What follows belongs to an exercise in optimizing a design on an open flow for small area, a short achievable clock period and few clock cycles per item; a production flow would make more cautious choices.
The RTL was checked by simulation tests, not by an equivalence proof against the original design.
Power is estimated from default activity; no workload was simulated.

==> run a: inputs <==
==> flow/design.v <==
module rts_benes_solver #(
    parameter LOGN = 5,
    parameter N    = 1 << LOGN
) (
    input  wire                         clk,
    input  wire                         rst,
    input  wire                         start,
    input  wire [N-1:0]                 chart_valid,
    input  wire [N*LOGN-1:0]            chart_east,
    output wire                         ready,
    output reg                          done,
    output wire [2*(2*LOGN-1)*(N/2)-1:0] states
);
    localparam STAGES = 9;
    localparam HALF   = 16;
    localparam CELLS  = 144;
    localparam [1:0] P_IDLE = 2'd0, P_FILL = 2'd1, P_WALK = 2'd2;
    reg  [1:0]   phase;
    reg          l4, l3, l2;         
    reg  [1:0]   grp;                
    reg  [159:0] p;                  
    reg  [31:0]  XF;                 
    reg  [31:0]  XB;                 
    reg  [3:0]   flag;               
    reg  [15:0]  asg;                
    reg  [15:0]  cin;                
    reg  [4:0]   eq1, eq2;           
    reg          q1v, q2v;
    reg  [CELLS-1:0] cr;             
    reg  [31:0]  vst;                
    reg  [31:0]  used;               
    assign ready = (phase == P_IDLE);
    function integer rotl5;
        input integer x;
        input integer n;
        begin
            rotl5 = ((x << n) | (x >> (5 - n))) & 31;
        end
    endfunction
    function integer lowline;        
        input integer r;
        input integer d;
        begin
            lowline = (r % (1 << d)) + ((r >> d) << (d + 1));
        end
    endfunction
    function [31:0] below;
        input [31:0] v;
        reg [31:0] o;
        integer sh, b;
        begin
            o = v;
            for (sh = 1; sh < 32; sh = sh * 2)
                for (b = 0; b < 32; b = b + 1)
                    if ((b & sh) != 0)
                        o[b] = o[b] | o[(b & ~(sh - 1)) - 1];
            below = {o[30:0], 1'b0};
        end
    endfunction
    function [63:0] low2;
        input [31:0] v;
        reg [31:0] b1, v2;
        begin
            b1 = below(v);
            v2 = v & b1;
            low2[31:0]  = v & ~b1;
            low2[63:32] = v2 & ~below(v2);
        end
    endfunction
    function [4:0] enc32;
        input [31:0] v;
        integer b;
        begin
            enc32 = 5'd0;
            for (b = 0; b < 32; b = b + 1)
                if (v[b]) enc32 = enc32 | b[4:0];
        end
    endfunction
    wire idle = (phase == P_IDLE);
    wire fill = (phase == P_FILL);
    wire walk = (phase == P_WALK);
    wire [1:0]  gsel = idle ? 2'd0 : grp;
    reg  [7:0]  gfree, gd;
    integer wi;
    always @* begin
        gfree = 8'hff;
        for (wi = 0; wi < 32; wi = wi + 1) begin
            gd = 8'd1 << chart_east[5*wi +: 3];
            gd[0] = gd[0] & (chart_valid[wi] | chart_east[5*wi + 3] | chart_east[5*wi + 4]);
            if (chart_east[5*wi + 3 +: 2] == gsel)
                gfree = gfree & ~gd;
        end
    end
    reg  [31:0] gnew;
    always @* begin
        case (gsel)
        2'd0:    gnew = {24'd0, gfree};
        2'd1:    gnew = {16'd0, gfree, 8'd0};
        2'd2:    gnew = {8'd0, gfree, 16'd0};
        default: gnew = {gfree, 24'd0};
        endcase
    end
    wire [63:0] wl = low2(XF);
    wire [63:0] el = low2(XB);
    wire [31:0] W1 = wl[31:0] & {32{q1v & fill}};
    wire [31:0] W2 = wl[63:32] & {32{q2v & fill}};
    wire [31:0] wrem_n = XF & ~W1 & ~W2;
    wire [31:0] erem_n = (XB & ~el[31:0] & ~el[63:32]) | ((fill && grp != 2'd0) ? gnew : 32'd0);
    function [19:0] rd;
        input [31:0]  v;
        input [159:0] pp;
        input         f4, f3;
        reg [4:0] t [0:31];
        reg [4:0] g2 [0:3];
        reg [4:0] g3a, g3b, g4;
        integer jj, ss;
        begin
            for (jj = 0; jj < 32; jj = jj + 1)
                t[jj] = {5{v[jj]}} & pp[5*jj +: 5];
            for (ss = 0; ss < 4; ss = ss + 1)
                g2[ss] = t[ss] | t[ss+4] | t[ss+8] | t[ss+12] |
                         t[ss+16] | t[ss+20] | t[ss+24] | t[ss+28];
            g3a = g2[0] | g2[2];
            g3b = g2[1] | g2[3];
            g4  = g3a | g3b;
            rd[4:0]   = f4 ? g4 : f3 ? g3a : g2[0];
            rd[9:5]   = f4 ? g4 : f3 ? g3b : g2[1];
            rd[14:10] = f4 ? g4 : f3 ? g3a : g2[2];
            rd[19:15] = f4 ? g4 : f3 ? g3b : g2[3];
        end
    endfunction
    function [3:0] grpor;
        input [31:0] v;
        input        f4, f3;
        reg [3:0] g2;
        integer ss;
        begin
            for (ss = 0; ss < 4; ss = ss + 1)
                g2[ss] = v[ss] | v[ss+4] | v[ss+8] | v[ss+12] |
                         v[ss+16] | v[ss+20] | v[ss+24] | v[ss+28];
            grpor = f4 ? {4{|g2}} :
                    f3 ? {g2[1] | g2[3], g2[0] | g2[2], g2[1] | g2[3], g2[0] | g2[2]} : g2;
        end
    endfunction
    wire [3:0] flagc = l4 ? {4{flag[0]}} : l3 ? {flag[1:0], flag[1:0]} : flag;
    reg [31:0] xfp, xbp, mf, mb, xbn, xfn;
    reg [19:0] yf, yb;
    reg [3:0]  act, cl, fl;
    reg [15:0] a, c, so, ns;
    reg [15:0] z2, z3, z4;
    integer j, s, q;
    always @* begin
        xfp = {XF[15:0], XF[31:16]};
        xbp = {XB[15:0], XB[31:16]};
        yf = rd(xfp, p, l4, l3);
        yb = rd(xbp, p, l4, l3);
        for (j = 0; j < 32; j = j + 1) begin
            mf[j] = (p[5*j +: 4] == yf[5*(j & 3) +: 4]) & ~xfp[j];
            mb[j] = (p[5*j +: 4] == yb[5*(j & 3) +: 4]) & ~xbp[j];
        end
        xbn = mb;
        act = grpor({16'd0, ~asg}, l4, l3);
        for (s = 0; s < 4; s = s + 1)
            cl[s] = flagc[s] | ~act[s] |
                    ((yf[5*s +: 4] == yb[5*s +: 4]) & (yf[5*s + 4] ^ yb[5*s + 4]));
        fl = grpor(mf & {mb[15:0], mb[31:16]}, l4, l3);
        a = asg | XF[15:0] | XF[31:16] | XB[15:0] | XB[31:16];
        c = cin | XF[31:16] | XB[15:0];
        for (j = 0; j < 16; j = j + 1)
            so[j] = act[j & 3] &
                    (((yf[5*(j & 3) +: 4] == j) & ~yf[5*(j & 3) + 4]) |
                     ((yb[5*(j & 3) +: 4] == j) &  yb[5*(j & 3) + 4]));
        for (j = 0; j < 16; j = j + 1) begin
            z2[j] = (j >= 4) ? (z2[j - 4] | ~a[j - 4]) : 1'b0;
            z3[j] = (j >= 2) ? (z2[j] | z2[j - 2] | ((j >= 2) ? ~a[j - 2] : 1'b0)) : 1'b0;
            z4[j] = (j >= 1) ? (z3[j] | z3[j - 1] | ~a[j - 1]) : 1'b0;
            ns[j] = ~a[j] & ~(l4 ? z4[j] : l3 ? z3[j] : z2[j]);
        end
        for (j = 0; j < 32; j = j + 1) begin
            xfn[j] = cl[j & 3] ? ((j < 16) ? ns[j] : 1'b0) : mf[j];
            if (cl[j & 3]) xbn[j] = (j >= 16) ? ns[j - 16] : 1'b0;
        end
    end
    wire lvdone = &a;
    reg [159:0] np;
    reg [4:0]   pe;
    integer k;
    always @* begin
        for (k = 0; k < 32; k = k + 1) begin
            pe = c[k & 15] ? p[5*(k ^ 16) +: 5] : p[5*k +: 5];
            np[5*rotl5(k, 1) +: 5] = {pe[3:0], k[4]};
        end
    end
    reg [7:0] cin1, cout0, cout1, mid0, mid1;
    reg [1:0] P0, P1, P2, P3, y2;
    reg       c1;
    always @* begin
        for (s = 0; s < 8; s = s + 1) begin
            P0 = np[5*(0 + s) + 3 +: 2];
            P1 = np[5*(8 + s) + 3 +: 2];
            P2 = np[5*(16 + s) + 3 +: 2];
            P3 = np[5*(24 + s) + 3 +: 2];
            c1 = (P3 == (P2 ^ 2'd2));
            y2 = c1 ? P1 : P3;
            cin1[s]  = c1;
            cout0[s] = P2[0] ? ~y2[1] : ~P2[1];
            cout1[s] = P2[0] ? ~P2[1] : ~y2[1];
            mid0[s]  = P0[0];
            mid1[s]  = P2[0];
        end
    end
    wire fin = walk && lvdone && l2;
    reg [CELLS-1:0] crset;
    integer r, d, st, ll, sn;
    always @* begin
        crset = {CELLS{1'b0}};
        for (d = 2; d <= 4; d = d + 1) begin
            for (r = 0; r < 16; r = r + 1) begin
                ll = rotl5(lowline(r, d), 4 - d);
                if (walk && (d == 4 ? l4 : d == 3 ? l3 : l2)) begin
                    crset[(4 - d)*HALF + r] = c[ll];
                    crset[(4 + d)*HALF + r] = so[ll];
                end
            end
        end
        for (r = 0; r < 16; r = r + 1) begin
            ll = lowline(r, 1);
            sn = ll >> 2;
            if (fin) begin
                crset[3*HALF + r] = (ll & 1) ? cin1[sn] : 1'b0;
                crset[5*HALF + r] = (ll & 1) ? cout1[sn] : cout0[sn];
                crset[4*HALF + r] = (r & 1) ? mid1[r >> 1] : mid0[r >> 1];
            end
        end
    end
    function [31:0] stage_move;
        input [31:0] lit;
        input [15:0] x;
        input integer dim;
        integer rr, m0, m1;
        begin
            stage_move = lit;
            for (rr = 0; rr < 16; rr = rr + 1) begin
                m0 = lowline(rr, dim);
                m1 = m0 + (1 << dim);
                if (x[rr]) begin
                    stage_move[m0] = lit[m1];
                    stage_move[m1] = lit[m0];
                end
            end
        end
    endfunction
    function [15:0] stage_carry;
        input [31:0] lit;
        input integer dim;
        integer rr, m0;
        begin
            for (rr = 0; rr < 16; rr = rr + 1) begin
                m0 = lowline(rr, dim);
                stage_carry[rr] = lit[m0] | lit[m0 + (1 << dim)];
            end
        end
    endfunction
    wire [CELLS-1:0] crn = cr | crset;    
    wire [31:0] f1 = stage_move(vst, cr[0*HALF +: 16], 4);
    wire [31:0] f2 = stage_move(f1,  cr[1*HALF +: 16], 3);
    wire [31:0] f3 = stage_move(f2,  cr[2*HALF +: 16], 2);
    wire [31:0] f4 = stage_move(f3,  cr[3*HALF +: 16], 1);
    wire [31:0] b8 = stage_move(used, cr[8*HALF +: 16], 4);
    wire [31:0] b7 = stage_move(b8,  cr[7*HALF +: 16], 3);
    wire [31:0] b6 = stage_move(b7,  cr[6*HALF +: 16], 2);
    wire [CELLS-1:0] carries = {
        stage_carry(used, 4), stage_carry(b8, 3), stage_carry(b7, 2),
        stage_carry(b6, 1), stage_carry(f4, 0), stage_carry(f3, 1),
        stage_carry(f2, 2), stage_carry(f1, 3), stage_carry(vst, 4)};
    genvar g;
    generate
        for (g = 0; g < CELLS; g = g + 1) begin : g_st
            assign states[2*g]     = cr[g];
            assign states[2*g + 1] = ~carries[g];
        end
    endgenerate
    reg [159:0] pnext;
    integer w;
    always @* begin
        for (w = 0; w < 32; w = w + 1) begin
            if (walk)
                pnext[5*w +: 5] = np[5*w +: 5];
            else
                pnext[5*w +: 5] = chart_east[5*w +: 5] | ({5{W1[w]}} & eq1) |
                                  ({5{W2[w]}} & eq2);
        end
    end
    wire accept  = idle && start;
    wire full    = &chart_valid;
    wire fillend = fill && (wrem_n == 32'd0);
    wire lvend   = walk && lvdone;
    wire [31:0] xinit = (lvend && l4) ? 32'h3 : (lvend && l3) ? 32'hf : 32'h1;
    always @(posedge clk) begin
        for (w = 0; w < 32; w = w + 1)
            if (idle || lvend || W1[w] || W2[w])
                p[5*w +: 5] <= pnext[5*w +: 5];
        if ((idle && full) || fillend || lvend) begin
            XF   <= xinit;
            XB   <= {xinit[15:0], 16'd0};
            flag <= 4'h0;
            asg  <= 16'd0;
            cin  <= 16'd0;
        end else if (idle) begin
            XF  <= ~chart_valid;
            XB  <= gnew;
            q1v <= 1'b0;
            q2v <= 1'b0;
        end else if (fill) begin
            XF  <= wrem_n;
            XB  <= erem_n;
            eq1 <= enc32(el[31:0]);
            eq2 <= enc32(el[63:32]);
            q1v <= |el[31:0];
            q2v <= |el[63:32];
        end else begin
            XF   <= xfn;
            XB   <= xbn;
            for (s = 0; s < 4; s = s + 1)
                flag[s] <= fl[s] & ~cl[s];
            asg  <= a;
            cin  <= c;
        end
        if (accept) begin
            vst <= chart_valid;
            cr  <= {CELLS{1'b0}};
        end else begin
            cr  <= crn;
        end
        if (accept)
            used <= full ? 32'hffffffff : ~gnew;
        else if (fill && grp != 2'd0)
            used <= used & ~gnew;
        if (rst) begin
            phase <= P_IDLE;
            done  <= 1'b0;
        end else begin
            done <= fin;
            case (phase)
            P_IDLE: begin
                grp <= 2'd1;
                l4 <= 1'b1;
                l3 <= 1'b0;
                l2 <= 1'b0;
                if (start) phase <= full ? P_WALK : P_FILL;
            end
            P_FILL: begin
                if (grp != 2'd0) grp <= grp + 1'b1;
                if (fillend) phase <= P_WALK;
            end
            P_WALK: if (lvdone) begin
                l4 <= 1'b0;
                l3 <= l4;
                l2 <= l3;
                if (l2) phase <= P_IDLE;
            end
            default: phase <= P_IDLE;
            endcase
        end
    end
endmodule
==> flow/flow/run.sh <==
#!/bin/bash
# Layout flow: the standard flow, unchanged except that the buffer placed
# on every input and output port is the platform's smallest buffer cell
# (sky130_fd_sc_hd__buf_1) instead of the default choice.
# standard.sh logs every ORFS step under orfs/logs; its own output goes to
# standard.log here.
export BUFFER_PORTS_ARGS="-buffer_cell sky130_fd_sc_hd__buf_1"
bash standard.sh > standard.log 2>&1
==> flow/standard.sh <==
#!/bin/bash
# synth_recipe.tcl (not shown) runs the flow's synth.tcl, then flattens the netlist and writes it again
# the make line also repeats each setting of config.mk as NAME=value (left out here)
make -C /OpenROAD-flow-scripts/flow DESIGN_CONFIG=/design/flow/config.mk WORK_HOME=/design/flow/orfs CLKGATE_MAP_FILE= SYNTH_SCRIPT=/design/flow/synth_recipe.tcl "${@:-finish}"
==> flow/config.mk <==
export PLATFORM = sky130hd
export DESIGN_NAME = rts_benes_solver
export DESIGN_NICKNAME = rts_benes_solver
export VERILOG_FILES = /design/flow/design.v
export SDC_FILE = /design/flow/constraint.sdc
export NUM_CORES = 4
export LEC_CHECK = 0
export ABC_AREA = 1
export CAP_MARGIN = 40
export CORE_MARGIN = 2
export CORE_UTILIZATION = 36
export PLACE_DENSITY = 0.55
export SETUP_SLACK_MARGIN = 5
export SLEW_MARGIN = 40
==> flow/constraint.sdc <==
create_clock -name core_clock -period 10.0 [get_ports {clk}]
set_input_delay 2.0000 -clock core_clock [delete_from_list [all_inputs] [get_ports {clk}]]
set_output_delay 2.0000 -clock core_clock [all_outputs]
set_load 0.01 [all_outputs]
==> run b: changes against run a <==
--- a/flow/design.v
+++ b/flow/design.v
@@ -18,3 +18,3 @@
     reg  [1:0]   phase;
-    reg          l4, l3, l2;         
+    reg  [1:0]   lvl;                
     reg  [1:0]   grp;                
@@ -81,2 +81,4 @@
     wire walk = (phase == P_WALK);
+    wire l4   = (lvl == 2'd0);
+    wire l3   = (lvl == 2'd1);
     wire [1:0]  gsel = idle ? 2'd0 : grp;
@@ -211,3 +213,3 @@
     end
-    wire fin = walk && lvdone && l2;
+    wire fin = walk && lvdone && (lvl == 2'd2);
     reg [CELLS-1:0] crset;
@@ -219,3 +221,3 @@
                 ll = rotl5(lowline(r, d), 4 - d);
-                if (walk && (d == 4 ? l4 : d == 3 ? l3 : l2)) begin
+                if (walk && lvl == 4 - d) begin
                     crset[(4 - d)*HALF + r] = c[ll];
@@ -346,5 +348,3 @@
                 grp <= 2'd1;
-                l4 <= 1'b1;
-                l3 <= 1'b0;
-                l2 <= 1'b0;
+                lvl <= 2'd0;
                 if (start) phase <= full ? P_WALK : P_FILL;
@@ -356,6 +356,4 @@
             P_WALK: if (lvdone) begin
-                l4 <= 1'b0;
-                l3 <= l4;
-                l2 <= l3;
-                if (l2) phase <= P_IDLE;
+                lvl <= lvl + 1'b1;
+                if (lvl == 2'd2) phase <= P_IDLE;
             end
- CORE_UTILIZATION: 36 -> 32
- CTS_BUF_LIST: default -> sky130_fd_sc_hd__clkbuf_8
- PLACE_DENSITY: 0.55 -> 0.5
==> run c: changes against run a <==
--- a/flow/design.v
+++ b/flow/design.v
@@ -18,3 +18,3 @@
     reg  [1:0]   phase;
-    reg          l4, l3, l2;         
+    reg  [1:0]   lvl;                
     reg  [1:0]   grp;                
@@ -81,2 +81,4 @@
     wire walk = (phase == P_WALK);
+    wire l4   = (lvl == 2'd0);
+    wire l3   = (lvl == 2'd1);
     wire [1:0]  gsel = idle ? 2'd0 : grp;
@@ -103,3 +105,4 @@
     wire [63:0] wl = low2(XF);
-    wire [63:0] el = low2(XB);
+    wire [31:0] ecand = (idle ? 32'd0 : XB) | ((idle || grp != 2'd0) ? gnew : 32'd0);
+    wire [63:0] el = low2(ecand);
     wire [31:0] W1 = wl[31:0] & {32{q1v & fill}};
@@ -107,3 +110,3 @@
     wire [31:0] wrem_n = XF & ~W1 & ~W2;
-    wire [31:0] erem_n = (XB & ~el[31:0] & ~el[63:32]) | ((fill && grp != 2'd0) ? gnew : 32'd0);
+    wire [31:0] erem_n = ecand & ~el[31:0] & ~el[63:32];
     function [19:0] rd;
@@ -211,3 +214,3 @@
     end
-    wire fin = walk && lvdone && l2;
+    wire fin = walk && lvdone && (lvl == 2'd2);
     reg [CELLS-1:0] crset;
@@ -219,3 +222,3 @@
                 ll = rotl5(lowline(r, d), 4 - d);
-                if (walk && (d == 4 ? l4 : d == 3 ? l3 : l2)) begin
+                if (walk && lvl == 4 - d) begin
                     crset[(4 - d)*HALF + r] = c[ll];
@@ -308,9 +311,4 @@
             cin  <= 16'd0;
-        end else if (idle) begin
-            XF  <= ~chart_valid;
-            XB  <= gnew;
-            q1v <= 1'b0;
-            q2v <= 1'b0;
-        end else if (fill) begin
-            XF  <= wrem_n;
+        end else if (idle || fill) begin
+            XF  <= idle ? ~chart_valid : wrem_n;
             XB  <= erem_n;
@@ -346,5 +344,3 @@
                 grp <= 2'd1;
-                l4 <= 1'b1;
-                l3 <= 1'b0;
-                l2 <= 1'b0;
+                lvl <= 2'd0;
                 if (start) phase <= full ? P_WALK : P_FILL;
@@ -356,6 +352,4 @@
             P_WALK: if (lvdone) begin
-                l4 <= 1'b0;
-                l3 <= l4;
-                l2 <= l3;
-                if (l2) phase <= P_IDLE;
+                lvl <= lvl + 1'b1;
+                if (lvl == 2'd2) phase <= P_IDLE;
             end
- CORE_UTILIZATION: 36 -> 32
- PLACE_DENSITY: 0.55 -> 0.5
==> qor summary <==
item	run a	run b	run c
Via count of the first global-routing pass	50740	50190	48480
Transition time at the pin with the least slew margin	1508 ps	1028 ps	1008 ps
Average routed wire per standard cell	35.70 um	35.05 um	36.71 um
Combinational gate power	15000 uW	12200 uW	16100 uW
Total area of sequential cells	12030 sq um	11990 sq um	12000 sq um
Outcome	complete, but fails checks	timing/DRC/antenna clean	timing/DRC/antenna clean
Reasons for failing layout checks	max-capacitance violations, max-slew violations	-	-
Post-layout net count	7536	7624	7115
Largest clock skew in the final design	26.82 ps	76.78 ps	56.48 ps
Multi-input gate count	5241	5307	4732
Cells after synthesis	6920	6993	6362
Average cell area after synthesis	5.962 sq um	5.924 sq um	6.344 sq um
Number of antenna violations at the first check in global routing	47	35	32
Met2 wire length	125.9 mm	130.7 mm	128.0 mm
Total routing resource utilization after global routing	0.5243	0.4707	0.4705
Number of setup buffers added after CTS	0	3	76
Startpoint type of the worst setup path	register	register	primary input
Clock group total power	2350 uW	2250 uW	2560 uW
Post-placement cell count	8766	9061	8378
Yosys top cell area share	0.1925	0.1958	0.1786
Largest driver fanout on the critical path	19	47	8
Resized Gates After CTS	7	10	224
R2R Path End	XB[26]$_SDFF_PP0_	XB[17]$_DFF_P_	flag[0]$_SDFFE_PP0P_
# clk buffers	74	115	86
Testbench counts of run a, summed over its fixed seeds: cycles 8,515, solves 384.
Testbench counts of run b, summed over its fixed seeds: cycles 8,515, solves 384.
Testbench counts of run c, summed over its fixed seeds: cycles 8,372, solves 384.

## re-timing with driven ports
The results above use ideal ports. As a check the final layouts listed here were re-extracted and re-timed, cells and wires unchanged. Step 1 sets driving cells, clkbuf_16 on the clock port and buf_2 on the other inputs (assumed; they add their load-dependent delay and slew). Step 2 moves the port delays by t, midway between the first and last clock arrival at a register: inputs arrive t later, outputs are due t later. That takes back most of the time a late clock gives input paths. Slacks: ideal ports / drivers / drivers and shift; pairs: ideal ports / drivers.
| run | shift t [ns] | slack for setup (ns) | clock arrival spread, ns | worst register clock-pin slew, ns | worst data-port slew with drivers (ns) |
|---|---|---|---|---|---|
| run a | 0.791 | 4.789 / 4.789 / 4.416 | 0.027 / 0.028 | 0.07 / 0.07 | 0.11 |
| run b | 0.921 | 4.906 / 4.827 / 4.370 | 0.077 / 0.076 | 0.09 / 0.09 | 0.11 |
| run c | 0.752 | 4.788 / 4.836 / 4.085 | 0.057 / 0.057 | 0.08 / 0.08 | 0.10 |
The setup slack of run c, which loses most, moves by +0.048 ns with the drivers and by -0.703 ns with both steps.
